What follows belongs to an exercise in optimizing a design on an open flow for small area, a short achievable clock period and few clock cycles; a production flow would make more cautious choices. Only simulation tests tie the RTL to the original design; equivalence was not proved. Power and IR drop assume default switching activity. No driver is modelled on the clock port, so clocking that relies on it looks cheaper here than on a real chip.

## design/flow/config.mk

```make
export PLATFORM = sky130hd
export DESIGN_NAME = lens_array
export DESIGN_NICKNAME = lens_array
export VERILOG_FILES = /design/flow/design.v
export SDC_FILE = /design/flow/constraint.sdc
export NUM_CORES = 4
export LEC_CHECK = 0
export CAP_MARGIN = 20
export CORE_MARGIN = 2
export CORE_UTILIZATION = 60
export CTS_CLUSTER_DIAMETER = 100
export CTS_CLUSTER_SIZE = 30
export SLEW_MARGIN = 20
```

## design/flow/constraint.sdc

```tcl
create_clock -name core_clock -period 55.0 [get_ports {clk}]
set_input_delay 11.0000 -clock core_clock [delete_from_list [all_inputs] [get_ports {clk}]]
set_output_delay 11.0000 -clock core_clock [all_outputs]
set_load 0.01 [all_outputs]
```

## design/flow/design.v

```verilog
module lens_array (
    input  wire         clk,
    input  wire         rst,
    input  wire         s_valid,
    output wire         s_ready,
    input  wire [63:0]  s_key,       
    input  wire [4:0]   s_klen,      
    input  wire [3:0]   s_first,     
    input  wire [3:0]   s_last,      
    input  wire [3:0]   s_ver,       
    input  wire [3:0]   s_oldest,    
    input  wire [19:0]  s_miss,      
    output reg          r_valid,
    output reg          r_hit,
    output reg  [19:0]  r_ptr,
    output reg  [3:0]   r_row,
    output reg  [15:0]  r_prio,
    input  wire         w_valid,
    output wire         w_ready,
    input  wire [1:0]   w_op,        
    input  wire [3:0]   w_row,
    input  wire [3:0]   w_staged,    
    input  wire [255:0] w_cells,     
    input  wire [15:0]  w_prio,
    input  wire [17:0]  w_result,
    input  wire [3:0]   w_birth,
    input  wire [3:0]   w_death,
    input  wire         w_born,
    input  wire         w_dying,
    output reg          wr_valid,
    output reg  [2:0]   wr_code      
);
    localparam ROWS  = 16;
    localparam CELLS = 16;
    localparam PW    = 290;          
    localparam PSTEP = 4;            
    localparam OP_WRITE  = 2'd0;
    localparam OP_DEATH  = 2'd1;
    localparam OP_REVIVE = 2'd2;
    localparam OP_CLEAR  = 2'd3;
    localparam RC_DONE     = 3'd0;
    localparam RC_OCCUPIED = 3'd1;
    localparam RC_FORMAT   = 3'd2;
    localparam RC_VERSION  = 3'd3;
    localparam RC_STATE    = 3'd4;
    reg [3:0] ph;
    always @(posedge clk) begin
        if (rst) ph <= 4'd0;
        else     ph <= ph + 4'd1;
    end
    wire [3:0] ph1 = ph + 4'd1;
    reg         sv;
    reg [63:0]  sk;
    reg [4:0]   skl;
    reg [3:0]   sf, sl, sver, sold;
    reg [19:0]  smiss;
    reg         wbusy;       
    reg         wrdy;        
    reg         wtake;       
    reg         wv;          
    reg [1:0]   wop;
    reg [3:0]   wrow, wstg;
    reg [PW-1:0] wpay;
    reg [3:0]   wbir, wdea;
    reg         wbn, wdy;
    assign s_ready = 1'b1;
    assign w_ready = wrdy;
    wire w_fire = w_valid & ~wbusy;
    always @(posedge clk) begin
        sv <= s_valid & ~rst;
        sk <= s_key; skl <= s_klen; sf <= s_first; sl <= s_last;
        sver <= s_ver; sold <= s_oldest; smiss <= s_miss;
    end
    always @(posedge clk) begin
        wv <= w_fire & ~rst;
        wop <= w_op; wstg <= w_staged;
        wbir <= w_birth; wdea <= w_death; wbn <= w_born; wdy <= w_dying;
        wrow <= ({4{wtake}} & w_row) | ({4{wbusy}} & wrow);
        wpay <= ({PW{wtake}} & {w_result, w_prio, w_cells}) | ({PW{wbusy}} & wpay);
    end
    integer r;
    reg [ROWS-1:0]   valid, dying, born;
    reg [4*ROWS-1:0] birth, death;       
    reg [2:0] w_code;
    always @(*) begin
        w_code = RC_DONE;
        case (wop)
            OP_WRITE: begin
                if (valid[wrow])                  w_code = RC_OCCUPIED;
                else if (wdy)                     w_code = RC_FORMAT;
                else if (wbn && wbir != wstg)     w_code = RC_VERSION;
            end
            OP_DEATH: begin
                if (!valid[wrow] || dying[wrow])  w_code = RC_STATE;
                else if (wdea != wstg)            w_code = RC_VERSION;
            end
            OP_REVIVE: begin
                if (!valid[wrow] || !dying[wrow] || death[4*wrow +: 4] != wstg)
                                                  w_code = RC_STATE;
            end
            default: w_code = RC_DONE;
        endcase
    end
    wire w_do = wv && w_code == RC_DONE;
    wire [ROWS-1:0] wsel = w_do ? ({{(ROWS-1){1'b0}}, 1'b1} << wrow) : {ROWS{1'b0}};
    reg  [ROWS-1:0]   valid_nx, dying_nx, born_nx;
    reg  [4*ROWS-1:0] birth_nx, death_nx;
    always @(*) begin
        for (r = 0; r < ROWS; r = r + 1) begin
            valid_nx[r]       = valid[r];
            dying_nx[r]       = dying[r];
            born_nx[r]        = born[r];
            birth_nx[4*r +: 4] = birth[4*r +: 4];
            death_nx[4*r +: 4] = death[4*r +: 4];
            if (wsel[r]) begin
                case (wop)
                    OP_WRITE: begin
                        valid_nx[r]        = 1'b1;
                        dying_nx[r]        = 1'b0;
                        born_nx[r]         = wbn;
                        birth_nx[4*r +: 4] = wbir;
                    end
                    OP_DEATH: begin
                        dying_nx[r]        = 1'b1;
                        death_nx[4*r +: 4] = wdea;
                    end
                    OP_REVIVE: dying_nx[r] = 1'b0;
                    default:   valid_nx[r] = 1'b0;
                endcase
            end
        end
    end
    always @(posedge clk) begin
        valid <= rst ? {ROWS{1'b0}} : valid_nx;
        dying <= dying_nx;
        born  <= born_nx;
        birth <= birth_nx;
        death <= death_nx;
    end
    always @(posedge clk) begin
        if (rst) begin
            wr_valid <= 1'b0;
        end else begin
            wr_valid <= wv;
        end
        wr_code <= w_code;
    end
    reg        pend;         
    wire [3:0] land_slot = wrow - ph1;
    wire       landable  = land_slot[1:0] == 2'd0;
    wire       w_new     = w_do && wop == OP_WRITE;
    wire       need      = pend | w_new;
    wire       land      = need & landable;
    wire       pend_nx   = need & ~landable;
    wire       w_hit_row = w_do && wrow == w_row;
    wire       v_after   = (w_hit_row && wop == OP_WRITE) ? 1'b1 :
                           (w_hit_row && wop == OP_CLEAR) ? 1'b0 : valid[w_row];
    wire       w_succ    = w_op == OP_WRITE && !w_dying &&
                           (!w_born || w_birth == w_staged) && !v_after;
    wire       need_nx   = pend_nx | (w_fire & w_succ);
    wire [3:0] slot_nx   = (pend_nx ? wrow : w_row) - ph1 - 4'd1;
    wire       busy_nx   = need_nx & (slot_nx[1:0] != 2'd0);
    wire [ROWS/PSTEP-1:0] psel_nx = {{(ROWS/PSTEP-1){1'b0}}, need_nx & slot_nx[1:0] == 2'd0}
                                    << slot_nx[3:2];
    reg  [ROWS/PSTEP-1:0] psel, pkeep;
    always @(posedge clk) begin
        if (rst) begin
            pend  <= 1'b0;
            wbusy <= 1'b0;
            wrdy  <= 1'b1;
            psel  <= {(ROWS/PSTEP){1'b0}};
            pkeep <= {(ROWS/PSTEP){1'b1}};
        end else begin
            pend  <= pend_nx;
            wbusy <= busy_nx;
            wrdy  <= ~busy_nx;
            psel  <= psel_nx;
            pkeep <= ~psel_nx;
        end
    end
    always @(posedge clk)
        wtake <= ~(busy_nx & ~rst);
    reg [PW-1:0] ring [0:ROWS-1];
    integer k;
    always @(posedge clk) begin
        for (k = 0; k < ROWS; k = k + 1) begin
            if (k % PSTEP == 0)
                ring[k] <= ({PW{psel[k/PSTEP]}} & wpay) |
                           ({PW{pkeep[k/PSTEP]}} & ring[(k + 1) % ROWS]);
            else
                ring[k] <= ring[(k + 1) % ROWS];
        end
    end
    wire [3:0] rel_v = sver - sold;
    reg [ROWS-1:0] lbase;
    reg [3:0] rel_b, rel_d;
    always @(*) begin
        for (r = 0; r < ROWS; r = r + 1) begin
            rel_b = birth[4*r +: 4] - sold;
            rel_d = death[4*r +: 4] - sold;
            lbase[r] = valid[r] && r >= sf && r <= sl &&
                       (!born[r] || rel_b[3] || rel_b <= rel_v) &&
                       (!dying[r] || (!rel_d[3] && rel_v < rel_d));
        end
    end
    wire [ROWS-1:0] lring = lbase & ~({{(ROWS-1){1'b0}}, pend} << wrow);
    wire [2*ROWS-1:0] lring2 = {lring, lring} >> ph;
    wire [ROWS-1:0] pmask = lring2[ROWS-1:0];
    reg [15:0] kd [0:CELLS-1];
    reg [CELLS-1:0] ign;
    integer c;
    always @(*) begin
        for (c = 0; c < CELLS; c = c + 1) begin
            kd[c]  = 16'd1 << sk[63-4*c -: 4];
            ign[c] = c >= skl;
        end
    end
    function cmatch;
        input [255:0] cl;
        reg   [CELLS-1:0] ok;
        integer i;
        begin
            for (i = 0; i < CELLS; i = i + 1)
                ok[i] = ign[i] | (|(cl[16*i +: 16] & kd[i]));
            cmatch = &ok;
        end
    endfunction
    integer n;
    function gt20;
        input [19:0] a, b;
        reg [19:0] g, e;
        reg [9:0]  g1, e1;
        reg [4:0]  g2, e2;
        reg [2:0]  g3, e3;
        reg [1:0]  g4, e4;
        integer i;
        begin
            g = a & ~b; e = a | ~b;
            for (i = 0; i < 10; i = i + 1) begin
                g1[i] = g[2*i+1] | (e[2*i+1] & g[2*i]); e1[i] = e[2*i+1] & e[2*i];
            end
            for (i = 0; i < 5; i = i + 1) begin
                g2[i] = g1[2*i+1] | (e1[2*i+1] & g1[2*i]); e2[i] = e1[2*i+1] & e1[2*i];
            end
            g3[0] = g2[1] | (e2[1] & g2[0]); e3[0] = e2[1] & e2[0];
            g3[1] = g2[3] | (e2[3] & g2[2]); e3[1] = e2[3] & e2[2];
            g3[2] = g2[4]; e3[2] = e2[4];
            g4[0] = g3[1] | (e3[1] & g3[0]); e4[0] = e3[1] & e3[0];
            gt20 = g3[2] | (e3[2] & g4[0]);
        end
    endfunction
    function gt17;
        input [16:0] a, b;
        begin
            gt17 = gt20({a, 3'b000}, {b, 3'b000});
        end
    endfunction
    reg  [ROWS-1:0] m1;
    always @(*) begin
        for (n = 0; n < ROWS; n = n + 1)
            m1[n] = pmask[n] & cmatch(ring[n][255:0]);
    end
    wire p1 = pend & lbase[wrow] & cmatch(wpay[255:0]);
    wire [ROWS-1:0] land1 = {{(ROWS-1){1'b0}}, p1 & land} << land_slot;
    reg             sv2;
    reg  [19:0]     smiss2;
    reg  [ROWS-1:0] mv;
    reg             pv;
    always @(posedge clk) begin
        if (rst) sv2 <= 1'b0;
        else     sv2 <= sv;
        smiss2 <= smiss;
        mv     <= {m1[0], m1[ROWS-1:1]} | land1;
        pv     <= p1 & ~land;
    end
    reg        t_hit  [0:30];
    reg [15:0] t_prio [0:30];
    reg        t_wrap [0:30];
    reg [3:0]  t_slot [0:30];
    reg [4:0]  ksum;
    reg        gt;
    always @(*) begin
        for (n = 0; n < 16; n = n + 1) begin
            ksum         = n + ph;
            t_hit[15+n]  = mv[n];
            t_prio[15+n] = ring[n][271:256];
            t_wrap[15+n] = ksum[4];
            t_slot[15+n] = n[3:0];
        end
        for (n = 14; n >= 0; n = n - 1) begin
            gt = gt17({t_prio[2*n+2], t_wrap[2*n+2]}, {t_prio[2*n+1], t_wrap[2*n+1]});
            if (t_hit[2*n+2] && (!t_hit[2*n+1] || gt)) begin
                t_hit[n] = 1'b1; t_prio[n] = t_prio[2*n+2];
                t_wrap[n] = t_wrap[2*n+2]; t_slot[n] = t_slot[2*n+2];
            end else begin
                t_hit[n] = t_hit[2*n+1]; t_prio[n] = t_prio[2*n+1];
                t_wrap[n] = t_wrap[2*n+1]; t_slot[n] = t_slot[2*n+1];
            end
        end
    end
    wire [3:0]  t_row  = t_slot[0] + ph;
    wire [15:0] p_prio = wpay[271:256];
    wire        p_win  = pv && (!t_hit[0] || gt20({p_prio, ~wrow}, {t_prio[0], ~t_row}));
    wire        best_hit  = t_hit[0] | pv;
    wire [3:0]  best_row  = p_win ? wrow : t_row;
    wire [15:0] best_prio = p_win ? p_prio : t_prio[0];
    wire [17:0] best_res  = p_win ? wpay[289:272] : ring[t_slot[0]][289:272];
    always @(posedge clk) begin
        if (rst) begin
            r_valid <= 1'b0;
        end else begin
            r_valid <= sv2;
        end
        r_hit  <= best_hit;
        r_ptr  <= best_hit ? {2'b00, best_res} : smiss2;
        r_row  <= best_hit ? best_row : 4'd0;
        r_prio <= best_hit ? best_prio : 16'd0;
    end
endmodule
```

## design/flow/flow/run.sh

```bash
#!/bin/bash
# The standard ORFS layout, with three changes to how it is made:
#  - synthesis is the standard script, except that ABC maps the logic with
#    flow/abc_area_nf.script (an area-oriented &nf mapping) and adders and
#    comparators are left to ABC instead of being mapped to half/full adder
#    cells; registers are mapped by the same dfflibmap step as before, so
#    they are unchanged;
#  - ports are buffered with buf_2 instead of the default delay buffer;
#  - repair_timing keeps a wide setup margin, so that it sizes paths for a
#    short achieved period (the clock stays at the design's period).
# Each tool's full output stays in orfs/logs/; make's own output goes to
# flow_make.log here.
set -euo pipefail
W=$PWD
# synthesis core: ORFS's synth.tcl with the ABC script swapped
sed 's#^source $::env(SCRIPTS_DIR)/synth_preamble.tcl$#&\nset abc_args [lreplace $abc_args 1 1 '"$W"'/flow/abc_area_nf.script]#' \
    "$FLOW_HOME/scripts/synth.tcl" > "$W/flow_synth_core.tcl"
grep -q abc_area_nf "$W/flow_synth_core.tcl"
sed 's#source $::env(SCRIPTS_DIR)/synth.tcl#source '"$W"'/flow_synth_core.tcl#' \
    "$W/synth_recipe.tcl" > "$W/flow_synth.tcl"
grep -q flow_synth_core "$W/flow_synth.tcl"
bash standard.sh SYNTH_SCRIPT="$W/flow_synth.tcl" \
    BUFFER_PORTS_ARGS="-buffer_cell sky130_fd_sc_hd__buf_2" \
    ADDER_MAP_FILE= SETUP_SLACK_MARGIN=43 finish > "$W/flow_make.log" 2>&1
```

## design/flow/flow/abc_area_nf.script

```
&get -n
&st
&dch -f
&nf -R 1000
&put
&get -n
&st
&dch -f
&nf -R 1000
&put
topo
```

## design/flow/standard.sh

```bash
#!/bin/bash
# synth_recipe.tcl (not shown) runs the flow's synth.tcl, then flattens the netlist and writes it again
# the make line also repeats each setting of config.mk as NAME=value (left out here)
make -C /OpenROAD-flow-scripts/flow DESIGN_CONFIG=/design/flow/config.mk WORK_HOME=/design/flow/orfs CLKGATE_MAP_FILE= SYNTH_SCRIPT=/design/flow/synth_recipe.tcl "${@:-finish}"
```

==> reports/qor.json, run 1 <==
{
  "synth-adder-area-share": 0.005996,
  "timing.hold.worst.class": "flip-flop to flip-flop",
  "critPathCaptureType": "primary output",
  "worst_clock_skew_ps": 80.12,
  "synth_enable_flop_cells": 160,
  "worstPathCellList": "buf_6",
  "timing.final.crit_share": 0.2256,
  "drive_gt1_frac": 0.1290,
  "ys_seq_area_frac": 0.6833,
  "grt_usage": 0.3771,
  "worstPathBufferInverterCount": 1,
  "port-buffer-count": 465,
  "layout_common_cells": "sky130_fd_sc_hd__dfxtp_1, sky130_fd_sc_hd__a22o_1, sky130_fd_sc_hd__a222oi_1",
  "row_count": 188,
  "rsz_0062_raised_after_global_routing": "true",
  "synth_cell_types": 72,
  "fmax_mhz": 80.59,
  "data_arrival_time_at_the_worst_slack_endpoint_ps": 1410,
  "ys_ff_latch": 5333,
  "clk_pin_slew_worst_paths_ps": 110,
  "worst-endpoint-required_ps": 44000,
  "critical_path.reg2reg.startpoint": "ph[0]$_SDFF_PP0_",
  "report.final.hold_viol_count": 0,
  "initial_antenna_violation_count": 59,
  "io_pins": 467,
  "synthesized_area_fraction_occupied_by_ao_oa_aoi_and_oai_cells": 0.2214,
  "final_core_util": 0.6805,
  "h-tree-depth": 4,
  "drt_first_pass_iters": 13,
  "area_growth_pct": 12.65,
  "synth_cells": 12350,
  "grt-ovfl-total": 0,
  "cts.path.max_buffers": 4,
  "synth-xor-area-share": 0.01342,
  "global_route.peak_usage_layer": "met2",
  "die_h_um": 518.1,
  "timing.max_slew.rel_slack": -0.04650,
  "die-width_um": 518.1,
  "rr_endpoint": "r_row[2]$_SDFF_PP0_",
  "cap_violations": 1,
  "wl_per_cell_um": 31.25,
  "numClockSinks": 5333,
  "layout_commonest_cell": "sky130_fd_sc_hd__dfxtp_1",
  "max_slew.worst_pin.slew_ps": 1570,
  "numCtsBuffers": 206,
  "post-route-min-period_ps": 12410,
  "core_area_mm2": 0.2625,
  "timing_max_transition_violations_final": 21,
  "yosys-mux-area-fraction": 0.005570,
  "power.density_cell_area_mw_per_mm2": 35.33,
  "drcViolationCount": 0,
  "avg_inst_size_synth_um2": 12.84,
  "drtIter0Drc": 19450,
  "grt.met2_usage": 0.5825,
  "grt_util_met3": 0.06970,
  "crit_path_max_incr_delay_ps": 380,
  "r2r_cells": 70,
  "setup.worst_path.start_class": "flip-flop",
  "route.final.wire_length_um": 535300,
  "worstHoldStart": "ring[6][92]$_DFF_P_",
  "critical_path_peak_fanout": 1,
  "worstSkewPairLatency_ps": 970,
  "hold-path-cell-count": 0,
  "async_flop_share": 0,
  "critical_path_cell_count": 1,
  "slowest_stage_cell_cp": "sky130_fd_sc_hd__dfxtp_2",
  "synthesized_net_count": 12770,
  "yosys.area_share.simple": 0.06474,
  "via_count": 119400,
  "place.gp.congestion": 0.9820,
  "vdd_drop_max_mv": 0.04230,
  "dp.final_hpwl_um": 370500,
  "detail-route-antenna-nets": 0,
  "worst-setup-path-type": "flip-flop to primary output",
  "largest_net_degree_at_the_start_of_global_routing": 115,
  "nets": 13990,
  "final.fill_count": 19530,
  "checkFailReasons": "capacitance limit, slew limit",
  "critical-path-top-delay-family": "flip-flops",
  "status": "failed layout checks",
  "use_met1": 0.5118,
  "post_synth_instance_area_mm2": 0.1586,
  "drt-vias-per-instance": 6.969,
  "tns_ps": 0,
  "synth_flop_cell": "sky130_fd_sc_hd__dfxtp_1",
  "floorplan.initialDensity": 0.6041,
  "setup-violations-final": 0,
  "clock_root_buffer": "sky130_fd_sc_hd__clkbuf_16",
  "die_area_mm2": 0.2684,
  "clock_tree_from_tritoncts": "built",
  "p_leak_nw": 66.50,
  "timing.reg2reg.setup_slack_ps": 42920,
  "yosys_warnings": 7,
  "hold-path-endpoint": "ring[5][92]$_DFF_P_",
  "synth_top_family_by_area": "compound AO/OA/AOI/OAI gates",
  "first_global_vias": 112600,
  "grt_first_pass_wirelength_um": 764800
}
stage by stage:
step	cells	hold slack (ps)	power (mW)	setup slack [ps]	instance area (um^2)
6_report	17130	320.9	6.312	42590	178600
5_1_grt	17110	326.0	6.475	42530	178600
4_1_cts	17040	317.1	6.297	42530	176600
3_5_place_dp	16720	312.1	4.529	39660	169300
3_3_place_gp	16720	309.7	4.522	39780	169300
2_1_floorplan	12350	309.6	4.343	42460	158800
cells by family (layout without fill, tap and decap cells):
logic type,count (synthesis),count (layout)
xor gates and xnor gates,243,243
DFF,5333,5333
other,1,22
and+or+nand+nor,2124,2143
adders and majority gates,95,95
buffers and inverters,232,1446
AOI/OAI and AO/OA,4243,4249
muxes,82,82
power by group:
part           switching (mW)  leakage (nW)  internal (mW)
clock network            1.14          2.65          0.690
registers               0.129          43.3           4.01
logic                   0.205          20.5          0.134
cells in the mapped netlist, types with 12 or more instances:
| master | number | area share |
|---|---|---|
| sky130_fd_sc_hd__dfxtp_1 | 5173 | 0.65 |
| sky130_fd_sc_hd__a22o_1 | 1532 | 0.085 |
| sky130_fd_sc_hd__a222oi_1 | 998 | 0.063 |
| sky130_fd_sc_hd__nand2_1 | 575 | 0.014 |
| sky130_fd_sc_hd__nor2_1 | 548 | 0.013 |
| sky130_fd_sc_hd__a22oi_1 | 395 | 0.019 |
| sky130_fd_sc_hd__a21oi_1 | 336 | 0.011 |
| sky130_fd_sc_hd__a221oi_1 | 317 | 0.018 |
| sky130_fd_sc_hd__o21ai_0 | 313 | 0.0099 |
| sky130_fd_sc_hd__nand4_1 | 231 | 0.0091 |
| sky130_fd_sc_hd__clkinv_1 | 230 | 0.0054 |
| sky130_fd_sc_hd__nand3_1 | 226 | 0.0071 |
| sky130_fd_sc_hd__xnor2_1 | 177 | 0.0098 |
| sky130_fd_sc_hd__edfxtp_1 | 160 | 0.030 |
| sky130_fd_sc_hd__nor3_1 | 146 | 0.0046 |
| sky130_fd_sc_hd__nand2b_1 | 114 | 0.0045 |
| sky130_fd_sc_hd__maj3_1 | 95 | 0.0060 |
| sky130_fd_sc_hd__and4_1 | 88 | 0.0049 |
| sky130_fd_sc_hd__mux2i_1 | 68 | 0.0043 |
| sky130_fd_sc_hd__a31oi_1 | 67 | 0.0026 |
| sky130_fd_sc_hd__xor2_1 | 66 | 0.0036 |
| sky130_fd_sc_hd__nor2b_1 | 54 | 0.0021 |
| sky130_fd_sc_hd__and3_1 | 50 | 0.0020 |
| sky130_fd_sc_hd__nor4_1 | 49 | 0.0019 |
| sky130_fd_sc_hd__o22ai_1 | 48 | 0.0019 |
| sky130_fd_sc_hd__a211oi_1 | 45 | 0.0021 |
| sky130_fd_sc_hd__o221ai_1 | 30 | 0.0017 |
| sky130_fd_sc_hd__o31ai_1 | 23 | 0.0011 |
| sky130_fd_sc_hd__o211ai_1 | 14 | 0.00066 |
| sky130_fd_sc_hd__a2111oi_0 | 13 | 0.00072 |
| sky130_fd_sc_hd__a2bb2oi_1 | 12 | 0.00066 |
| sky130_fd_sc_hd__o2111ai_1 | 12 | 0.00066 |
state kept, by name (all words and copies together) (netlist names), 5 cells and up:
name	flops
sk	64
ring	4640
smiss2	20
skl	5
death	64
mv	16
valid	16
smiss	20
r_prio	16
born	16
r_ptr	20
wpay	290
dying	16
birth	64
worst max path at each step:
stage,start,end,slack (ps)
floorplan,w_row[0],pkeep[0]$_SDFF_PP1_,42460
global placement,ph[3]$_SDFF_PP0_,r_ptr[16]$_DFF_P_,39780
detailed placement,ph[3]$_SDFF_PP0_,r_ptr[9]$_DFF_P_,39660
CTS,r_ptr[2]$_DFF_P_,r_ptr[2],42530
global route,ph[3]$_SDFF_PP0_,r_row[2]$_SDFF_PP0_,42530
finish,r_ptr[2]$_DFF_P_,r_ptr[2],42590
what timing repair did:
item | in CTS | in global routing
hold buffers | 0 | 0
cloned | 23 | 18
buffers inserted | 67 | 53
pin swaps | 71 | 132
setup endpoints to repair | 94 | 94
resized for setup | 232 | 361
layout make-up:
cell class	instances	area, um^2	share of cell area
Antenna cell	21	52.55	0.0002942
Sequential cell	5333	108500	0.6071
Tap cell	3515	4398	0.02462
Multi-Input combinational cell	6813	52320	0.2929
Clock buffer	215	5220	0.02922
Timing Repair Buffer	988	7119	0.03985
Clock inverter	13	181.4	0.001016
Inverter	230	893.4	0.005001
metal layers:
metal / share of wire / up-vias
met5: 0.00058 / -
met3: 0.099 / 1169
met1: 0.40 / 59490
met4: 0.057 / 46
li1: - / 51650
met2: 0.45 / 7020
Testbench counts, summed over its fixed seeds: cycles 16,375.
==> run 2: changes to the inputs <==
--- a/design/flow/flow/run.sh
+++ b/design/flow/flow/run.sh
@@ -7,3 +7,5 @@
 #    they are unchanged;
-#  - ports are buffered with buf_2 instead of the default delay buffer;
+#  - ports are buffered with buf_2 instead of the default delay buffer, and
+#    after global placement the input ports' buffers become buf_1
+#    (flow/inbuf.tcl), since input paths have slack;
 #  - repair_timing keeps a wide setup margin, so that it sizes paths for a
@@ -23,2 +25,3 @@
     BUFFER_PORTS_ARGS="-buffer_cell sky130_fd_sc_hd__buf_2" \
+    POST_GLOBAL_PLACE_TCL="$W/flow/inbuf.tcl" \
     ADDER_MAP_FILE= SETUP_SLACK_MARGIN=43 finish > "$W/flow_make.log" 2>&1
==> design/flow/flow/inbuf.tcl (new file) <==
# Input ports need no fast buffer (their paths have slack): give each input
# port buffer the smallest buffer cell instead of buf_2.
set n 0
foreach inst [[ord::get_db_block] getInsts] {
  if {[regexp {^input[0-9]+$} [$inst getName]] &&
      [[$inst getMaster] getName] eq "sky130_fd_sc_hd__buf_2"} {
    replace_cell [get_cells [$inst getName]] sky130_fd_sc_hd__buf_1
    incr n
  }
}
puts "inbuf: $n input buffers set to buf_1"
==> run 2 against run 1 <==
The run now finishes clean; synthesized cell count unchanged; combinational power is essentially flat; critical path depth is the same; area after synthesis stayed put; largest power group unchanged; clock power about the same; via count is 0.13% lower; critical endpoint unchanged; critical path type unchanged.
==> reports/qor.json, run 2 <==
{
  "status": {"value": "timing/DRC/antenna clean", "change": "was failed layout checks"},
  "post_synth_instance_area": {"value": 0.1586, "unit": "mm^2", "change": "unchanged"},
  "cts.path.max_buffers": {"value": 3, "change": "was 4"},
  "initial_antenna_violation_count": {"value": 42, "change": "was 59"},
  "nets": {"value": 14020, "change": "was 13990"},
  "clock_root_buffer": {"value": "sky130_fd_sc_hd__clkbuf_16", "change": "unchanged"},
  "synth.top_cells.by_area": {"value": "sky130_fd_sc_hd__dfxtp_1, sky130_fd_sc_hd__a22o_1, sky130_fd_sc_hd__a222oi_1", "change": "unchanged"},
  "critical_path_peak_fanout": {"value": 1, "change": "unchanged"},
  "most_instantiated_library_cell_after_synthesis": {"value": "sky130_fd_sc_hd__dfxtp_1", "change": "unchanged"},
  "numCtsBuffers": {"value": 198, "change": "was 206"},
  "post-place-cells": {"value": 16720, "change": "unchanged"},
  "die-width": {"value": 518.1, "unit": "um", "change": "unchanged"},
  "data_arrival_time_at_the_worst_slack_endpoint": {"value": 1430, "unit": "ps", "change": "was 1410 ps"},
  "internal_power": {"value": 4.814, "unit": "mW", "change": "was 4.837 mW"},
  "detailed_place.area": {"value": 0.1687, "unit": "mm^2", "change": "was 0.1693 mm^2"},
  "grt_usage": {"value": 0.3776, "change": "was 0.3771"},
  "registers.top_by_ff_count": {"value": "ring", "change": "unchanged"},
  "row_count": {"value": 188, "change": "unchanged"},
  "drcViolationCount": {"value": 0, "change": "unchanged"},
  "h-tree-depth": {"value": 4, "change": "unchanged"},
  "wl_per_cell": {"value": 31.17, "unit": "um", "change": "was 31.25 um"},
  "power.share.combinational": {"value": 0.053, "change": "was 0.054"},
  "io_pins": {"value": 467, "change": "unchanged"},
  "ys_ff_latch": {"value": 5333, "change": "unchanged"},
  "die_h": {"value": 518.1, "unit": "um", "change": "unchanged"},
  "layout_commonest_cell": {"value": "sky130_fd_sc_hd__dfxtp_1", "change": "unchanged"},
  "numClockSinks": {"value": 5333, "change": "unchanged"},
  "ys_seq_area_frac": {"value": 0.6833, "change": "unchanged"},
  "tns": {"value": 0, "unit": "ps", "change": "unchanged"},
  "critical_path_cell_count": {"value": 1, "change": "unchanged"},
  "largest_net_degree_at_the_start_of_global_routing": {"value": 115, "change": "unchanged"},
  "power.density_cell_area": {"value": 35.32, "unit": "mW/mm^2", "change": "was 35.33 mW/mm^2"},
  "grt_first_pass_wirelength": {"value": 764800, "unit": "um", "change": "about the same"},
  "share_seq_of_total_power": {"value": 0.657, "change": "was 0.656"},
  "synth_largest_area_cell": {"value": "sky130_fd_sc_hd__dfxtp_1", "change": "unchanged"},
  "dp.final_hpwl": {"value": 370600, "unit": "um", "change": "was 370500 um"},
  "critical_path.reg2reg.startpoint": {"value": "ph[1]$_SDFF_PP0_", "change": "was ph[0]$_SDFF_PP0_"},
  "cap_violations": {"value": 0, "change": "was 1"},
  "largest_register_ffs": {"value": 4640, "change": "unchanged"},
  "layout.cell_area.non_filler": {"value": 0.1784, "unit": "mm^2", "change": "was 0.1786 mm^2"},
  "clockPowerShare": {"value": 0.289, "change": "was 0.290"},
  "drt_first_pass_iters": {"value": 13, "change": "unchanged"},
  "yosys_warnings": {"value": 7, "change": "unchanged"},
  "first_global_vias": {"value": 112800, "change": "was 112600"},
  "synth_cell_types": {"value": 72, "change": "unchanged"},
  "synthesized_net_count": {"value": 12770, "change": "unchanged"},
  "fin_total_pwr": {"value": 6.302, "unit": "mW", "change": "was 6.312 mW"},
  "worstPathBufferInverterCount": {"value": 1, "change": "unchanged"},
  "worst-endpoint-required": {"value": 44000, "unit": "ps", "change": "about the same"},
  "clk_pin_slew_worst_paths": {"value": 110, "unit": "ps", "change": "about the same"},
  "drive_gt1_frac": {"value": 0.1007, "change": "was 0.1290"},
  "r2r_cells": {"value": 71, "change": "was 70"},
  "top_regs": {"value": "ring: 4640 flops, wpay: 290 flops", "change": "unchanged"},
  "fmax": {"value": 80.45, "unit": "MHz", "change": "was 80.59 MHz"},
  "worstHoldStart": {"value": "ring[11][148]$_DFF_P_", "change": "was ring[6][92]$_DFF_P_"},
  "critPathCaptureType": {"value": "primary output", "change": "unchanged"},
  "timing.max_slew.rel_slack": {"value": 0.1623, "change": "was -0.04650"},
  "rsz_0062_raised_after_global_routing": {"value": "true", "change": "unchanged"},
  "p_leak": {"value": 65.51, "unit": "nW", "change": "was 66.50 nW"},
  "critical-path-top-delay-family": {"value": "flip-flops", "change": "unchanged"},
  "detailedPlace.worstSlack": {"value": 39640, "unit": "ps", "change": "was 39660 ps"},
  "post-route-min-period": {"value": 12430, "unit": "ps", "change": "was 12410 ps"},
  "drt-vias-per-instance": {"value": 6.946, "change": "was 6.969"},
  "worstPathCellList": {"value": "buf_6", "change": "unchanged"},
  "drtIter0Drc": {"value": 19440, "change": "was 19450"},
  "layout_common_cells": {"value": "sky130_fd_sc_hd__dfxtp_1, sky130_fd_sc_hd__a22o_1, sky130_fd_sc_hd__a222oi_1", "change": "unchanged"},
  "power_switching": {"value": 1.488, "unit": "mW", "change": "was 1.475 mW"},
  "layout.cells.non_filler": {"value": 17160, "change": "was 17130"},
  "worstSkewPairLatency": {"value": 950, "unit": "ps", "change": "was 970 ps"},
  "area_growth": {"value": 12.52, "unit": "%", "change": "was 12.65%"},
  "report.final.hold_viol_count": {"value": 0, "change": "unchanged"},
  "timing_max_transition_violations_final": {"value": 0, "change": "was 21"},
  "hold-path-cell-count": {"value": 0, "change": "unchanged"},
  "port-buffer-count": {"value": 465, "change": "unchanged"},
  "die_area": {"value": 0.2684, "unit": "mm^2", "change": "unchanged"},
  "net_switching_share_of_the_total_power": {"value": 0.2361, "change": "was 0.2336"},
  "synth_cells": {"value": 12350, "change": "unchanged"},
  "slowest_stage_cell_cp": {"value": "sky130_fd_sc_hd__dfxtp_2", "change": "unchanged"},
  "clock_tree_from_tritoncts": {"value": "built", "change": "unchanged"},
  "core_area": {"value": 0.2625, "unit": "mm^2", "change": "unchanged"},
  "vdd_drop_max": {"value": 0.03912, "unit": "mV", "change": "was 0.04230 mV"},
  "setup.worst_path.start_class": {"value": "flip-flop", "change": "unchanged"},
  "avg_inst_size_synth": {"value": 12.84, "unit": "um^2", "change": "unchanged"},
  "timing.hold.worst.class": {"value": "flip-flop to flip-flop", "change": "unchanged"},
  "synth_top_area_share": {"value": 0.6530, "change": "unchanged"},
  "synth_enable_flop_cells": {"value": 160, "change": "unchanged"},
  "via_count": {"value": 119200, "change": "was 119400"},
  "synth_flop_cell": {"value": "sky130_fd_sc_hd__dfxtp_1", "change": "unchanged"},
  "crit_path_max_incr_delay": {"value": 380, "unit": "ps", "change": "about the same"},
  "critPathLaunch": {"value": "r_ptr[2]$_DFF_P_", "change": "unchanged"},
  "setup-violations-final": {"value": 0, "change": "unchanged"},
  "post_synth_most_frequent_cells": {"value": "sky130_fd_sc_hd__dfxtp_1, sky130_fd_sc_hd__a22o_1, sky130_fd_sc_hd__a222oi_1", "change": "unchanged"},
  "worst_clock_skew": {"value": 57.96, "unit": "ps", "change": "was 80.12 ps"},
  "route.final.wire_length": {"value": 534900, "unit": "um", "change": "was 535300 um"},
  "hold_slack": {"value": 317.0, "unit": "ps", "change": "was 320.9 ps"},
  "worst_slack": {"value": 42570, "unit": "ps", "change": "was 42590 ps"},
  "timing.final.crit_share": {"value": 0.2260, "change": "was 0.2256"},
  "detail-route-antenna-nets": {"value": 0, "change": "unchanged"},
  "grt-ovfl-total": {"value": 0, "change": "unchanged"},
  "max_slew.worst_pin.slew": {"value": 1257, "unit": "ps", "change": "was 1570 ps"},
  "async_flop_share": {"value": 0, "change": "unchanged"},
  "floorplan.initialDensity": {"value": 0.6041, "change": "unchanged"},
  "final_core_util": {"value": 0.6797, "change": "was 0.6805"},
  "worst-setup-path-type": {"value": "flip-flop to primary output", "change": "unchanged"}
}
==> run 2: cell count changes in the layout (fill, tap and decap cells not counted), sizes merged, moves of 2 or more <==
cell	previous run	this run
clkbuf	223	215
bufbuf	3	5
buf	977	1012
clkinv	207	225
nand2	593	590
inv	34	28
==> run 2: kinds of logic (layout without fill, tap and decap cells) <==
| family | Yosys count | in the layout | share of synthesized area |
|---|---|---|---|
| AO/OA/AOI/OAI | 4243 | 4250 | 0.2214 |
| XOR/XNOR | 243 | 243 | 0.01342 |
| adder cells (fa/ha/maj) | 95 | 95 | 0.005996 |
| buffers and inverters | 232 | 1485 | 0.005515 |
| flip-flops | 5333 | 5333 | 0.6833 |
| multiplexers | 82 | 82 | 0.005570 |
| other | 1 | 21 | 0.00002365 |
| AND/OR/NAND/NOR | 2124 | 2140 | 0.06474 |
==> run 2: repair_timing <==
action / in CTS / in global routing
endpoints found under the setup margin: 96 / 93
buffers inserted: 60 / 96
cloned: 26 / 12
resized for setup: 239 / 357
hold buffers: 0 / 0
endpoints found under the hold margin: 0 / 0
pin swaps: 69 / 141
==> run 2: area by class of cell <==
class	count	area, um^2
Fill cell	19480	84070
Sequential cell	5333	108500
Inverter	230	882.1
Tap cell	3515	4398
Antenna cell	20	50.05
Multi-Input combinational cell	6811	52360
Clock inverter	23	420.4
Clock buffer	207	5010
Timing Repair Buffer	1025	6867
==> run 2: routing by layer <==
metal | wire, um | GRT usage
met2 | 237700 | 0.5796
met4 | 31370 | 0.1893
met5 | 253 | 0
met3 | 52330 | 0.06863
met1 | 213300 | 0.5146
==> run 2: power by group through the flow <==
stage / logic (mW) / registers [mW] / clock network, mW
after floorplan: 0.171 / 4.17 / 0
after global placement: 0.302 / 4.22 / 0
after detailed placement: 0.302 / 4.22 / 0
after CTS: 0.317 / 4.14 / 1.83
after global routing: 0.352 / 4.15 / 1.96
final: 0.336 / 4.14 / 1.82
==> run 2: worst paths after layout <==
check                          end  slack [ps]
min reg2reg  ring[10][148]$_DFF_P_         320
max reg2reg       r_ptr[9]$_DFF_P_       42900
min          ring[10][148]$_DFF_P_         320
max                       r_ptr[2]       42570
==> run 3: changes to the inputs <==
--- a/design/flow/flow/run.sh
+++ b/design/flow/flow/run.sh
@@ -11,3 +11,5 @@
 #  - repair_timing keeps a wide setup margin, so that it sizes paths for a
-#    short achieved period (the clock stays at the design's period).
+#    short achieved period (the clock stays at the design's period), and
+#    does not clone gates (clones load their input nets past what the later
+#    repair of slews catches).
 # Each tool's full output stays in orfs/logs/; make's own output goes to
@@ -26,2 +28,2 @@
     POST_GLOBAL_PLACE_TCL="$W/flow/inbuf.tcl" \
-    ADDER_MAP_FILE= SETUP_SLACK_MARGIN=43 finish > "$W/flow_make.log" 2>&1
+    ADDER_MAP_FILE= SETUP_SLACK_MARGIN=42.7 SKIP_GATE_CLONING=1 finish > "$W/flow_make.log" 2>&1
==> design/flow/flow/abc_area_nf.script (replaced) <==
&get -n
&st
&dch -f
&nf -R 1000
&put
&get -n
&st
&dch -f
&nf -R 1000
&put
&get -n
&st
&dch -f
&nf -R 1000
&put
topo
--- a/design/flow/config.mk
+++ b/design/flow/config.mk
@@ -9,3 +9,3 @@
 export CORE_MARGIN = 2
-export CORE_UTILIZATION = 60
+export CORE_UTILIZATION = 65
 export CTS_CLUSTER_DIAMETER = 100
==> run 3 against run 2 <==
Utilization increased by 4.4 points; combinational power shrank 3%; flip-flop and latch count is the same; clock power about the same; area after synthesis decreased by 0.18%; via count rose by 0.87%; synthesized cell count fell by 0.14%; non-clock buffer count is 69 lower; setup slack improved by 43 ps.
==> reports/qor.json, run 3 <==
{
  "timing.final.crit_share": {"value": 0.2252, "change": "was 0.2260"},
  "drt-vias-per-instance": {"value": 7.185, "change": "was 6.946"},
  "drt_first_pass_iters": {"value": 14, "change": "was 13"},
  "final_core_util": {"value": 0.7236, "change": "was 0.6797"},
  "clk_pin_slew_worst_paths": {"value": 110, "unit": "ps", "change": "about the same"},
  "detail-route-antenna-nets": {"value": 0, "change": "unchanged"},
  "timing.max_slew.rel_slack": {"value": 0.1549, "change": "was 0.1623"},
  "report.final.hold_viol_count": {"value": 0, "change": "unchanged"},
  "drtIter0Drc": {"value": 20920, "change": "was 19440"},
  "area_growth": {"value": 10.98, "unit": "%", "change": "was 12.52%"},
  "fmax": {"value": 80.73, "unit": "MHz", "change": "was 80.45 MHz"},
  "tns": {"value": 0, "unit": "ps", "change": "unchanged"},
  "nets": {"value": 13910, "change": "was 14020"},
  "post_synth_instance_area": {"value": 0.1583, "unit": "mm^2", "change": "was 0.1586 mm^2"},
  "rsz_0062_raised_after_global_routing": {"value": "true", "change": "unchanged"},
  "drive_gt1_frac": {"value": 0.08216, "change": "was 0.1007"},
  "port-buffer-count": {"value": 465, "change": "unchanged"},
  "worst-setup-path-type": {"value": "flip-flop to primary output", "change": "unchanged"},
  "synth_cells": {"value": 12340, "change": "was 12350"},
  "critPathLaunch": {"value": "r_ptr[15]$_DFF_P_", "change": "was r_ptr[2]$_DFF_P_"},
  "first_global_vias": {"value": 114200, "change": "was 112800"},
  "fin_total_pwr": {"value": 6.304, "unit": "mW", "change": "was 6.302 mW"},
  "worstSkewPairLatency": {"value": 920, "unit": "ps", "change": "was 950 ps"},
  "numClockSinks": {"value": 5333, "change": "unchanged"},
  "data_arrival_time_at_the_worst_slack_endpoint": {"value": 1390, "unit": "ps", "change": "was 1430 ps"},
  "critical_path.reg2reg.startpoint": {"value": "ph[1]$_SDFF_PP0_", "change": "unchanged"},
  "ys_seq_area_frac": {"value": 0.6846, "change": "was 0.6833"},
  "r2r_cells": {"value": 75, "change": "was 71"},
  "h-tree-depth": {"value": 4, "change": "unchanged"},
  "cts.path.max_buffers": {"value": 3, "change": "unchanged"},
  "floorplan.initialDensity": {"value": 0.6520, "change": "was 0.6041"},
  "slowest_stage_cell_cp": {"value": "sky130_fd_sc_hd__dfxtp_2", "change": "unchanged"},
  "timing_max_transition_violations_final": {"value": 0, "change": "unchanged"},
  "registers.top_by_ff_count": {"value": "ring", "change": "unchanged"},
  "rr_endpoint": {"value": "r_prio[4]$_SDFF_PP0_", "change": "was r_ptr[9]$_DFF_P_"},
  "avg_inst_size_synth": {"value": 12.83, "unit": "um^2", "change": "was 12.84 um^2"},
  "die-width": {"value": 497.5, "unit": "um", "change": "was 518.1 um"},
  "io_pins": {"value": 467, "change": "unchanged"},
  "top_regs": {"value": "ring: 4640 flops, wpay: 290 flops", "change": "unchanged"},
  "clock_tree_from_tritoncts": {"value": "built", "change": "unchanged"},
  "core_area": {"value": 0.2428, "unit": "mm^2", "change": "was 0.2625 mm^2"},
  "ys_ff_latch": {"value": 5333, "change": "unchanged"},
  "die_area": {"value": 0.2475, "unit": "mm^2", "change": "was 0.2684 mm^2"},
  "via_count": {"value": 120300, "change": "was 119200"},
  "worstPathBufferInverterCount": {"value": 1, "change": "unchanged"},
  "async_flop_share": {"value": 0, "change": "unchanged"},
  "vdd_drop_max": {"value": 0.03403, "unit": "mV", "change": "was 0.03912 mV"},
  "worst-endpoint-required": {"value": 44000, "unit": "ps", "change": "about the same"},
  "synthesized_net_count": {"value": 12760, "change": "was 12770"},
  "setup-violations-final": {"value": 0, "change": "unchanged"},
  "post_synth_most_frequent_cells": {"value": "sky130_fd_sc_hd__dfxtp_1, sky130_fd_sc_hd__a22o_1, sky130_fd_sc_hd__a222oi_1", "change": "unchanged"},
  "clock_root_buffer": {"value": "sky130_fd_sc_hd__clkbuf_16", "change": "unchanged"},
  "synth_enable_flop_cells": {"value": 160, "change": "unchanged"},
  "final.fill_count": {"value": 16700, "change": "was 19480"},
  "grt_first_pass_wirelength": {"value": 759800, "unit": "um", "change": "was 764800 um"},
  "cts_hold_buf": {"value": 0, "change": "unchanged"},
  "largest_net_degree_at_the_start_of_global_routing": {"value": 158, "change": "was 115"},
  "synth.top_cells.by_area": {"value": "sky130_fd_sc_hd__dfxtp_1, sky130_fd_sc_hd__a22o_1, sky130_fd_sc_hd__a222oi_1", "change": "unchanged"},
  "numCtsBuffers": {"value": 199, "change": "was 198"},
  "worst_clock_skew": {"value": 46.16, "unit": "ps", "change": "was 57.96 ps"},
  "detailedPlace.worstSlack": {"value": 40360, "unit": "ps", "change": "was 39640 ps"},
  "grt-ovfl-total": {"value": 0, "change": "unchanged"},
  "drcViolationCount": {"value": 0, "change": "unchanged"},
  "synth_cell_types": {"value": 67, "change": "was 72"},
  "layout_common_cells": {"value": "sky130_fd_sc_hd__dfxtp_1, sky130_fd_sc_hd__a22o_1, sky130_fd_sc_hd__a222oi_1", "change": "unchanged"},
  "largest_register_ffs": {"value": 4640, "change": "unchanged"},
  "cap_violations": {"value": 0, "change": "unchanged"},
  "power.density_cell_area": {"value": 35.89, "unit": "mW/mm^2", "change": "was 35.32 mW/mm^2"},
  "route.final.wire_length": {"value": 528500, "unit": "um", "change": "was 534900 um"},
  "cp-endpoint": {"value": "r_ptr[15]", "change": "was r_ptr[2]"},
  "row_count": {"value": 181, "change": "was 188"},
  "p_leak": {"value": 65.13, "unit": "nW", "change": "was 65.51 nW"},
  "yosys_warnings": {"value": 7, "change": "unchanged"},
  "status": {"value": "timing/DRC/antenna clean", "change": "unchanged"},
  "initial_antenna_violation_count": {"value": 43, "change": "was 42"},
  "critical-path-top-delay-family": {"value": "flip-flops", "change": "unchanged"},
  "synth_flop_cell": {"value": "sky130_fd_sc_hd__dfxtp_1", "change": "unchanged"},
  "synth_top_area_share": {"value": 0.6542, "change": "was 0.6530"},
  "timing.hold.worst.class": {"value": "flip-flop to flip-flop", "change": "unchanged"},
  "critical_path_cell_count": {"value": 1, "change": "unchanged"},
  "crit_path_max_incr_delay": {"value": 370, "unit": "ps", "change": "was 380 ps"},
  "most_instantiated_library_cell_after_synthesis": {"value": "sky130_fd_sc_hd__dfxtp_1", "change": "unchanged"},
  "layout_commonest_cell": {"value": "sky130_fd_sc_hd__dfxtp_1", "change": "unchanged"},
  "max_slew.worst_pin.slew": {"value": 1256, "unit": "ps", "change": "was 1257 ps"},
  "post-route-min-period": {"value": 12390, "unit": "ps", "change": "was 12430 ps"},
  "wl_per_cell": {"value": 31.57, "unit": "um", "change": "was 31.17 um"},
  "setup.worst_path.start_class": {"value": "flip-flop", "change": "unchanged"},
  "critPathCaptureType": {"value": "primary output", "change": "unchanged"},
  "worstPathCellList": {"value": "buf_6", "change": "unchanged"},
  "timing.reg2reg.setup_slack": {"value": 42950, "unit": "ps", "change": "was 42900 ps"},
  "dp.final_hpwl": {"value": 368500, "unit": "um", "change": "was 370600 um"},
  "critical_path_peak_fanout": {"value": 1, "change": "unchanged"},
  "grt_usage": {"value": 0.4078, "change": "was 0.3776"},
  "worst_slack": {"value": 42610, "unit": "ps", "change": "was 42570 ps"},
  "synth_largest_area_cell": {"value": "sky130_fd_sc_hd__dfxtp_1", "change": "unchanged"},
  "die_h": {"value": 497.5, "unit": "um", "change": "was 518.1 um"}
}
-- run 3: per-stage QoR --
| step | instance area [um^2] | hold slack, ps | std cells |
|---|---|---|---|
| detailed placement | 168100 | 313.2 | 16390 |
| finish | 175700 | 325.9 | 16740 |
| global placement | 168600 | 310.0 | 16390 |
| floorplan | 158500 | 309.6 | 12340 |
| global route | 175600 | 336.5 | 16730 |
| CTS | 174300 | 323.8 | 16670 |
-- run 3: cell families after synthesis --
logic type	Yosys count	share of synthesized area
flip-flops	5333	0.6846
AO/OA/AOI/OAI	4311	0.2245
AND/OR/NAND/NOR	2046	0.06146
buffers and inverters	251	0.005976
XOR/XNOR	234	0.01295
adder cells (fa/ha/maj)	94	0.005944
multiplexers	66	0.004585
other	1	0.00002369
-- run 3: cell type report --
class | count | area (um^2) | share of cell area
timing repair buffer | 956 | 6070 | 0.03455
tap | 3202 | 4006 | 0.02281
clock buffer | 210 | 5106 | 0.02907
inverter | 249 | 948.4 | 0.005399
clock inverter | 22 | 392.9 | 0.002236
sequential | 5333 | 108500 | 0.6174
antenna | 14 | 35.03 | 0.0001994
multi-input combinational | 6752 | 50650 | 0.2883
-- run 3: layer usage --
layer,track usage,routed length (um),vias up,share of wire
li1,-,-,51420,-
met1,0.5485,201100,59600,0.38
met2,0.6191,232100,7801,0.44
met3,0.08287,59280,1399,0.11
met4,0.2275,35770,44,0.068
met5,0,288,-,0.00054
-- run 3: worst min path at each step --
stage                          startpoint                   end  slack (ps)  cells past startpoint
finish              ring[10][151]$_DFF_P_  ring[9][151]$_DFF_P_         330                      0
global placement        smiss[13]$_DFF_P_    smiss2[13]$_DFF_P_         310                      0
global route        ring[10][286]$_DFF_P_  ring[9][286]$_DFF_P_         340                      0
CTS                 ring[10][151]$_DFF_P_  ring[9][151]$_DFF_P_         320                      0
floorplan                smiss[0]$_DFF_P_     smiss2[0]$_DFF_P_         310                      0
detailed placement      smiss[13]$_DFF_P_    smiss2[13]$_DFF_P_         310                      0
-- run 3: timing repair --
action	CTS	global route
cloned	0	0
gates resized for setup	113	208
endpoints found under the setup margin	96	92
pin swaps	25	76
setup buffers	40	59
-- run 3: where the power goes --
group	internal (mW)	switching, mW	total (mW)	leakage [nW]
registers	4.01	0.132	4.14	43.3
clock network	0.688	1.14	1.83	2.69
logic	0.123	0.204	0.327	19.1
total	4.82	1.48	6.30	65.1
==> run 4: changes to the inputs <==
==> design/flow/flow/run.sh (replaced) <==
#!/bin/bash
set -euo pipefail
W=$PWD
# synthesis core: ORFS's synth.tcl with the ABC script swapped
sed 's#^source $::env(SCRIPTS_DIR)/synth_preamble.tcl$#&\nset abc_args [lreplace $abc_args 1 1 '"$W"'/flow/abc_area_nf.script]#' \
    "$FLOW_HOME/scripts/synth.tcl" > "$W/flow_synth_core.tcl"
grep -q abc_area_nf "$W/flow_synth_core.tcl"
sed 's#source $::env(SCRIPTS_DIR)/synth.tcl#source '"$W"'/flow_synth_core.tcl#' \
    "$W/synth_recipe.tcl" > "$W/flow_synth.tcl"
grep -q flow_synth_core "$W/flow_synth.tcl"
bash standard.sh SYNTH_SCRIPT="$W/flow_synth.tcl" \
    BUFFER_PORTS_ARGS="-buffer_cell sky130_fd_sc_hd__buf_2" \
    POST_GLOBAL_PLACE_TCL="$W/flow/inbuf.tcl" \
    CTS_ARGS="-sink_clustering_enable -repair_clock_nets -sink_clustering_size 30 -sink_clustering_max_diameter 100 -dont_use_dummy_load" \
    ADDER_MAP_FILE= SETUP_SLACK_MARGIN=42.7 SKIP_GATE_CLONING=1 finish > "$W/flow_make.log" 2>&1
==> run 4 against run 3 <==
Final cell count down 0.23%; highest routed layer unchanged; combinational power about the same; sequential power about the same; clock skew up 54 ps; clock power decreased by 4%; setup slack gained 27 ps; first-iteration DRC count down 2.1%; routed wire length decreased by 0.21%; via count fell by 0.42%; clock-buffer cell count down 11; still clean; hold slack got worse by 25 ps.
==> reports/qor.json, run 4 <==
{
  "yosys.area_share.simple": {"value": 0.06146, "change": "unchanged"},
  "area_growth": {"value": 10.50, "unit": "%", "change": "was 10.98%"},
  "avg_inst_size_synth": {"value": 12.83, "unit": "um^2", "change": "unchanged"},
  "timing_max_transition_violations_final": {"value": 0, "change": "unchanged"},
  "ys_ff_latch": {"value": 5333, "change": "unchanged"},
  "synth_enable_flop_cells": {"value": 160, "change": "unchanged"},
  "critical_path_peak_fanout": {"value": 1, "change": "unchanged"},
  "data_arrival_time_at_the_worst_slack_endpoint": {"value": 1360, "unit": "ps", "change": "was 1390 ps"},
  "top_regs": {"value": "ring: 4640 flops, wpay: 290 flops", "change": "unchanged"},
  "setup.worst_path.start_class": {"value": "flip-flop", "change": "unchanged"},
  "synth-adder-area-share": {"value": 0.005944, "change": "unchanged"},
  "row_count": {"value": 181, "change": "unchanged"},
  "timing.final.crit_share": {"value": 0.2247, "change": "was 0.2252"},
  "die-width": {"value": 497.5, "unit": "um", "change": "unchanged"},
  "grt-ovfl-total": {"value": 0, "change": "unchanged"},
  "async_flop_share": {"value": 0, "change": "unchanged"},
  "worst-endpoint-required": {"value": 44000, "unit": "ps", "change": "about the same"},
  "synth_top_area_share": {"value": 0.6542, "change": "unchanged"},
  "power.density_cell_area": {"value": 35.62, "unit": "mW/mm^2", "change": "was 35.89 mW/mm^2"},
  "fin_total_pwr": {"value": 6.230, "unit": "mW", "change": "was 6.304 mW"},
  "h-tree-depth": {"value": 4, "change": "unchanged"},
  "synthesized_net_count": {"value": 12760, "change": "unchanged"},
  "core_area": {"value": 0.2428, "unit": "mm^2", "change": "unchanged"},
  "setup-violations-final": {"value": 0, "change": "unchanged"},
  "slowest_stage_cell_cp": {"value": "sky130_fd_sc_hd__dfxtp_2", "change": "unchanged"},
  "drt-vias-per-instance": {"value": 7.172, "change": "was 7.185"},
  "p_leak": {"value": 64.84, "unit": "nW", "change": "was 65.13 nW"},
  "vdd_drop_max": {"value": 0.03305, "unit": "mV", "change": "was 0.03403 mV"},
  "synthesized_area_fraction_occupied_by_ao_oa_aoi_and_oai_cells": {"value": 0.2245, "change": "unchanged"},
  "wl_per_cell": {"value": 31.58, "unit": "um", "change": "was 31.57 um"},
  "die_area": {"value": 0.2475, "unit": "mm^2", "change": "unchanged"},
  "floorplan.initialDensity": {"value": 0.6520, "change": "unchanged"},
  "clk_pin_slew_worst_paths": {"value": 110, "unit": "ps", "change": "about the same"},
  "die_h": {"value": 497.5, "unit": "um", "change": "unchanged"},
  "layout.cells.non_filler": {"value": 16700, "change": "was 16740"},
  "critPathCaptureType": {"value": "primary output", "change": "unchanged"},
  "largest_register_ffs": {"value": 4640, "change": "unchanged"},
  "max_slew.worst_pin.slew": {"value": 1272, "unit": "ps", "change": "was 1256 ps"},
  "drtIter0Drc": {"value": 20470, "change": "was 20920"},
  "drt_first_pass_iters": {"value": 17, "change": "was 14"},
  "ys_seq_area_frac": {"value": 0.6846, "change": "unchanged"},
  "timing.max_slew.rel_slack": {"value": 0.1490, "change": "was 0.1549"},
  "worstPathBufferInverterCount": {"value": 1, "change": "unchanged"},
  "clock_tree_from_tritoncts": {"value": "built", "change": "unchanged"},
  "critical_path.reg2reg.startpoint": {"value": "ph[0]$_SDFF_PP0_", "change": "was ph[1]$_SDFF_PP0_"},
  "synth_top_family_by_area": {"value": "compound AO/OA/AOI/OAI gates", "change": "unchanged"},
  "worstHoldStart": {"value": "ring[11][276]$_DFF_P_", "change": "was ring[10][151]$_DFF_P_"},
  "grt_usage": {"value": 0.4072, "change": "was 0.4078"},
  "route.final.wire_length": {"value": 527400, "unit": "um", "change": "was 528500 um"},
  "drcViolationCount": {"value": 0, "change": "unchanged"},
  "yosys_warnings": {"value": 7, "change": "unchanged"},
  "timing.reg2reg.setup_slack": {"value": 43050, "unit": "ps", "change": "was 42950 ps"},
  "cts.path.max_buffers": {"value": 3, "change": "unchanged"},
  "synth_largest_area_cell": {"value": "sky130_fd_sc_hd__dfxtp_1", "change": "unchanged"},
  "port-buffer-count": {"value": 465, "change": "unchanged"},
  "yosys-mux-area-fraction": {"value": 0.004585, "change": "unchanged"},
  "first_global_vias": {"value": 113800, "change": "was 114200"},
  "layout_commonest_cell": {"value": "sky130_fd_sc_hd__dfxtp_1", "change": "unchanged"},
  "post_synth_most_frequent_cells": {"value": "sky130_fd_sc_hd__dfxtp_1, sky130_fd_sc_hd__a22o_1, sky130_fd_sc_hd__a222oi_1", "change": "unchanged"},
  "crit_path_max_incr_delay": {"value": 360, "unit": "ps", "change": "was 370 ps"},
  "critical-path-top-delay-family": {"value": "flip-flops", "change": "unchanged"},
  "most_instantiated_library_cell_after_synthesis": {"value": "sky130_fd_sc_hd__dfxtp_1", "change": "unchanged"},
  "cts_hold_buf": {"value": 0, "change": "unchanged"},
  "largest_net_degree_at_the_start_of_global_routing": {"value": 158, "change": "unchanged"},
  "synth-xor-area-share": {"value": 0.01295, "change": "unchanged"},
  "critPathLaunch": {"value": "r_ptr[15]$_DFF_P_", "change": "unchanged"},
  "tns": {"value": 0, "unit": "ps", "change": "unchanged"},
  "post_synth_instance_area": {"value": 0.1583, "unit": "mm^2", "change": "unchanged"},
  "dp.final_hpwl": {"value": 368500, "unit": "um", "change": "unchanged"},
  "layout_common_cells": {"value": "sky130_fd_sc_hd__dfxtp_1, sky130_fd_sc_hd__a22o_1, sky130_fd_sc_hd__a222oi_1", "change": "unchanged"},
  "timing.hold.worst.class": {"value": "flip-flop to flip-flop", "change": "unchanged"},
  "cap_violations": {"value": 0, "change": "unchanged"},
  "detailedPlace.worstSlack": {"value": 40360, "unit": "ps", "change": "unchanged"},
  "report.final.hold_viol_count": {"value": 0, "change": "unchanged"},
  "worstSkewPairLatency": {"value": 900, "unit": "ps", "change": "was 920 ps"},
  "synth.top_cells.by_area": {"value": "sky130_fd_sc_hd__dfxtp_1, sky130_fd_sc_hd__a22o_1, sky130_fd_sc_hd__a222oi_1", "change": "unchanged"},
  "via_count": {"value": 119800, "change": "was 120300"},
  "worstPathCellList": {"value": "buf_6", "change": "unchanged"},
  "io_pins": {"value": 467, "change": "unchanged"},
  "post-place-cells": {"value": 16390, "change": "unchanged"},
  "clock_root_buffer": {"value": "sky130_fd_sc_hd__clkbuf_16", "change": "unchanged"},
  "synth_cell_types": {"value": 67, "change": "unchanged"},
  "registers.top_by_ff_count": {"value": "ring", "change": "unchanged"},
  "numClockSinks": {"value": 5333, "change": "unchanged"},
  "fmax": {"value": 80.91, "unit": "MHz", "change": "was 80.73 MHz"},
  "grt_first_pass_wirelength": {"value": 759000, "unit": "um", "change": "was 759800 um"},
  "status": {"value": "timing/DRC/antenna clean", "change": "unchanged"},
  "worst-setup-path-type": {"value": "flip-flop to primary output", "change": "unchanged"},
  "drive_gt1_frac": {"value": 0.07796, "change": "was 0.08216"},
  "initial_antenna_violation_count": {"value": 41, "change": "was 43"},
  "detail-route-antenna-nets": {"value": 0, "change": "unchanged"},
  "numCtsBuffers": {"value": 199, "change": "unchanged"},
  "rsz_0062_raised_after_global_routing": {"value": "true", "change": "unchanged"},
  "nets": {"value": 13900, "change": "was 13910"},
  "worst_slack": {"value": 42640, "unit": "ps", "change": "was 42610 ps"},
  "synth_cells": {"value": 12340, "change": "unchanged"},
  "post-route-min-period": {"value": 12360, "unit": "ps", "change": "was 12390 ps"},
  "synth_flop_cell": {"value": "sky130_fd_sc_hd__dfxtp_1", "change": "unchanged"},
  "worst_clock_skew": {"value": 100.6, "unit": "ps", "change": "was 46.16 ps"}
}
-- run 4: cell counts after synthesis --
No cell type changed its count.
-- run 4: final cells by class --
class	instances	area, um^2
Sequential cell	5333	108500
Fill cell	16810	67850
Multi-Input combinational cell	6752	50510
Timing Repair Buffer	948	5971
Clock buffer	199	4980
Tap cell	3202	4006
Inverter	249	949.7
Antenna cell	16	40.04
-- run 4: worst paths after layout --
path,depth (start not counted),endpoint
worst max-delay path,1,r_ptr[15]
worst min-delay path,0,ring[10][276]$_DFF_P_
worst max register to register,71,r_ptr[14]$_DFF_P_
worst min register to register,0,ring[10][276]$_DFF_P_
-- run 4: timing repair --
action                                  4_1_cts  5_1_grt
endpoints found under the setup margin       94       89
pin swaps                                    30       62
resized for setup                           119      157
setup buffers                                36       54
-- run 4: power by group --
part	total, mW	leakage (nW)	switching [mW]	internal, mW
registers	4.14	43.3	0.132	4.01
clock network	1.76	2.45	1.11	0.651
logic	0.326	19.0	0.204	0.122
-- run 4: logic make-up after synthesis --
logic type | Yosys count
other cells | 1
flops | 5333
xor+xnor | 234
simple gates | 2046
fa+ha+maj | 94
compound gates | 4311
buf+inv | 251
mux | 66
-- run 4: metrics by stage --
step                      hold WS, ps  utilization  instance area, um^2
final                           300.9       0.7205               174900
after global routing            315.9       0.7204               174900
after CTS                       301.1       0.7158               173800
after detailed placement        313.2       0.6923               168100
after global placement          310.0       0.6945               168600
after floorplan                 309.6            -               158500
-- run 4: metal layers --
layer,up-vias,share of wire,global-route usage
li1,51370,-,-
met1,59160,0.38,0.5452
met2,7787,0.44,0.6184
met3,1412,0.11,0.08573
met4,30,0.067,0.2278
met5,-,0.00036,0
==> run 5: changes to the inputs <==
==> design/flow/flow/abc_area_nf.script (replaced) <==
&get -n
&st
&dch -f
&nf -R 1000
&put
&get -n
&st
&dch -f
&nf -R 1000
&put
&get -n
&st
&dch -f
&nf -R 1000 -E 50
&put
topo
==> run 5 against run 4 <==
Still clean on timing, DRC and antenna; combinational power rose by 3%; non-clock buffer count rose by 8; sequential power about the same; design area barely moved; setup slack worse by 12 ps; clock skew shrank 27 ps; via count up 0.47%; register-to-register slack got worse by 420 ps; clock power is essentially flat; critical endpoint is now r_ptr[0]$_DFF_P_.
==> reports/qor.json, run 5 <==
{
  "die_h": {"value": 496.9, "unit": "um", "change": "was 497.5 um"},
  "layout_common_cells": {"value": "sky130_fd_sc_hd__dfxtp_1, sky130_fd_sc_hd__a22o_1, sky130_fd_sc_hd__a222oi_1", "change": "unchanged"},
  "post_synth_instance_area": {"value": 0.1579, "unit": "mm^2", "change": "was 0.1583 mm^2"},
  "worstSkewPairLatency": {"value": 890, "unit": "ps", "change": "was 900 ps"},
  "internal_power": {"value": 4.792, "unit": "mW", "change": "was 4.786 mW"},
  "clockPowerShare": {"value": 0.281, "change": "was 0.282"},
  "slowest_stage_cell_cp": {"value": "sky130_fd_sc_hd__dfxtp_4", "change": "was sky130_fd_sc_hd__dfxtp_2"},
  "detail-route-antenna-nets": {"value": 0, "change": "unchanged"},
  "synth.top_cells.by_area": {"value": "sky130_fd_sc_hd__dfxtp_1, sky130_fd_sc_hd__a22o_1, sky130_fd_sc_hd__a222oi_1", "change": "unchanged"},
  "setup.worst_path.start_class": {"value": "flip-flop", "change": "unchanged"},
  "post-route-min-period": {"value": 12370, "unit": "ps", "change": "was 12360 ps"},
  "clk_pin_slew_worst_paths": {"value": 110, "unit": "ps", "change": "about the same"},
  "timing.hold.worst.class": {"value": "flip-flop to flip-flop", "change": "unchanged"},
  "status": {"value": "timing/DRC/antenna clean", "change": "unchanged"},
  "tns": {"value": 0, "unit": "ps", "change": "unchanged"},
  "grt_first_pass_wirelength": {"value": 767000, "unit": "um", "change": "was 759000 um"},
  "worst-setup-path-type": {"value": "flip-flop to flip-flop", "change": "was flip-flop to primary output"},
  "worst_clock_skew": {"value": 73.80, "unit": "ps", "change": "was 100.6 ps"},
  "first_global_vias": {"value": 114200, "change": "was 113800"},
  "vdd_drop_max": {"value": 0.03362, "unit": "mV", "change": "was 0.03305 mV"},
  "post-place-cells": {"value": 16200, "change": "was 16390"},
  "drcViolationCount": {"value": 0, "change": "unchanged"},
  "grt_usage": {"value": 0.4127, "change": "was 0.4072"},
  "layout.cells.non_filler": {"value": 16530, "change": "was 16700"},
  "floorplan.initialDensity": {"value": 0.6552, "change": "was 0.6520"},
  "drt-vias-per-instance": {"value": 7.279, "change": "was 7.172"},
  "power_switching": {"value": 1.459, "unit": "mW", "change": "was 1.444 mW"},
  "final.fill_count": {"value": 16510, "change": "was 16810"},
  "power.share.combinational": {"value": 0.054, "change": "was 0.052"},
  "top_regs": {"value": "ring: 4640 flops, wpay: 290 flops", "change": "unchanged"},
  "area_growth": {"value": 10.83, "unit": "%", "change": "was 10.50%"},
  "async_flop_share": {"value": 0, "change": "unchanged"},
  "yosys.area_share.simple": {"value": 0.06017, "change": "was 0.06146"},
  "max_slew.worst_pin.slew": {"value": 1370, "unit": "ps", "change": "was 1272 ps"},
  "drt_first_pass_iters": {"value": 15, "change": "was 17"},
  "setup-violations-final": {"value": 0, "change": "unchanged"},
  "drtIter0Drc": {"value": 22930, "change": "was 20470"},
  "clock_root_buffer": {"value": "sky130_fd_sc_hd__clkbuf_16", "change": "unchanged"},
  "ys_seq_area_frac": {"value": 0.6863, "change": "was 0.6846"},
  "synth_cells": {"value": 12160, "change": "was 12340"},
  "layout.cell_area.non_filler": {"value": 0.1750, "unit": "mm^2", "change": "was 0.1749 mm^2"},
  "grt-ovfl-total": {"value": 0, "change": "unchanged"},
  "crit_path_max_incr_delay": {"value": 420, "unit": "ps", "change": "was 360 ps"},
  "power.density_cell_area": {"value": 35.73, "unit": "mW/mm^2", "change": "was 35.62 mW/mm^2"},
  "synth_top_area_share": {"value": 0.6559, "change": "was 0.6542"},
  "timing_max_transition_violations_final": {"value": 0, "change": "unchanged"},
  "synth_enable_flop_cells": {"value": 160, "change": "unchanged"},
  "avg_inst_size_synth": {"value": 12.98, "unit": "um^2", "change": "was 12.83 um^2"},
  "fin_total_pwr": {"value": 6.252, "unit": "mW", "change": "was 6.230 mW"}
}
==> run 5: cell types whose count changed after synthesis, sizes merged, moves of 30 or more <==
cell / previous run / this run
nor2: 495 / 530
o21ai: 296 / 235
mux2i: 50 / 80
a222oi: 972 / 1089
nand3: 289 / 246
a22oi: 356 / 230
a21oi: 389 / 292
==> run 5: metal layers <==
metal  routed length [um]  GRT usage  vias up
li1                     -          -    51010
met1               205500     0.5700    59330
met2               227800     0.6074     8564
met3                70370     0.1057     1386
met4                30400     0.1981       36
met5                  227          0        -
==> run 5: worst max-delay path: cells and delay by family, from the launching register on <==
| kind | cells | cell delay, ps |
|---|---|---|
| compound gates | 34 | 5530 |
| fa+ha+maj | 5 | 1650 |
| buf+inv | 21 | 2620 |
| simple gates | 11 | 1470 |
| xor+xnor | 2 | 310 |
| mux | 1 | 260 |
| flops | 1 | 420 |
==> run 5: logic make-up (layout without fill, tap and decap cells) <==
group                    count (synthesis)  after routing
flip-flops                            5333           5333
other                                    1             32
AND/OR/NAND/NOR                       2013           2013
multiplexers                            92             92
adder cells (fa/ha/maj)                 88             88
buffers and inverters                  234           1386
XOR/XNOR                               229            229
AO/OA/AOI/OAI                         4173           4173
==> run 5: path summary, 6_finish.rpt <==
kind | startpoint | to | cells past startpoint
max | ph[3]$_SDFF_PP0_ | r_ptr[0]$_DFF_P_ | 74
min | ring[6][281]$_DFF_P_ | ring[5][281]$_DFF_P_ | 0
max reg2reg | ph[3]$_SDFF_PP0_ | r_ptr[0]$_DFF_P_ | 74
min reg2reg | ring[6][281]$_DFF_P_ | ring[5][281]$_DFF_P_ | 0
==> run 5: layout make-up <==
cell class | instances | share of cell area
clock buffers | 198 | 0.02832
well taps | 3185 | 0.02277
inverters | 232 | 0.005077
repair buffers | 956 | 0.03524
multi-input cells | 6596 | 0.2882
diodes | 31 | 0.0004433
flip-flops and latches | 5333 | 0.6199
==> run 5: power groups by stage <==
stage	Combinational (mW)	Sequential [mW]	Clock, mW
2_1_floorplan	0.174	4.18	0
3_3_place_gp	0.310	4.23	0
3_5_place_dp	0.312	4.24	0
4_1_cts	0.321	4.15	1.75
5_1_grt	0.349	4.17	1.88
6_report	0.335	4.16	1.76
==> run 5: metrics by stage <==
stage / setup WS (ps) / hold slack, ps
2_1_floorplan: 42220 / 309.6
3_3_place_gp: 40590 / 310.3
3_5_place_dp: 40560 / 312.8
4_1_cts: 42590 / 290.0
5_1_grt: 42090 / 302.6
6_report: 42630 / 300.6
==> run 5: timing repair <==
action / CTS / global route
pin swaps: 54 / 57
setup buffers: 75 / 23
endpoints found under the setup margin: 96 / 89
gates resized for setup: 175 / 135
gates cloned: 0 / 0

Re-timed with assumed drivers on the ports (clkbuf_16 on the clock, buf_2 on other inputs), run 5 has 42.517 ns of setup slack against 42.627 ns with ideal ports, and 41.852 ns once port delays also move by the mid clock arrival of 0.976 ns.
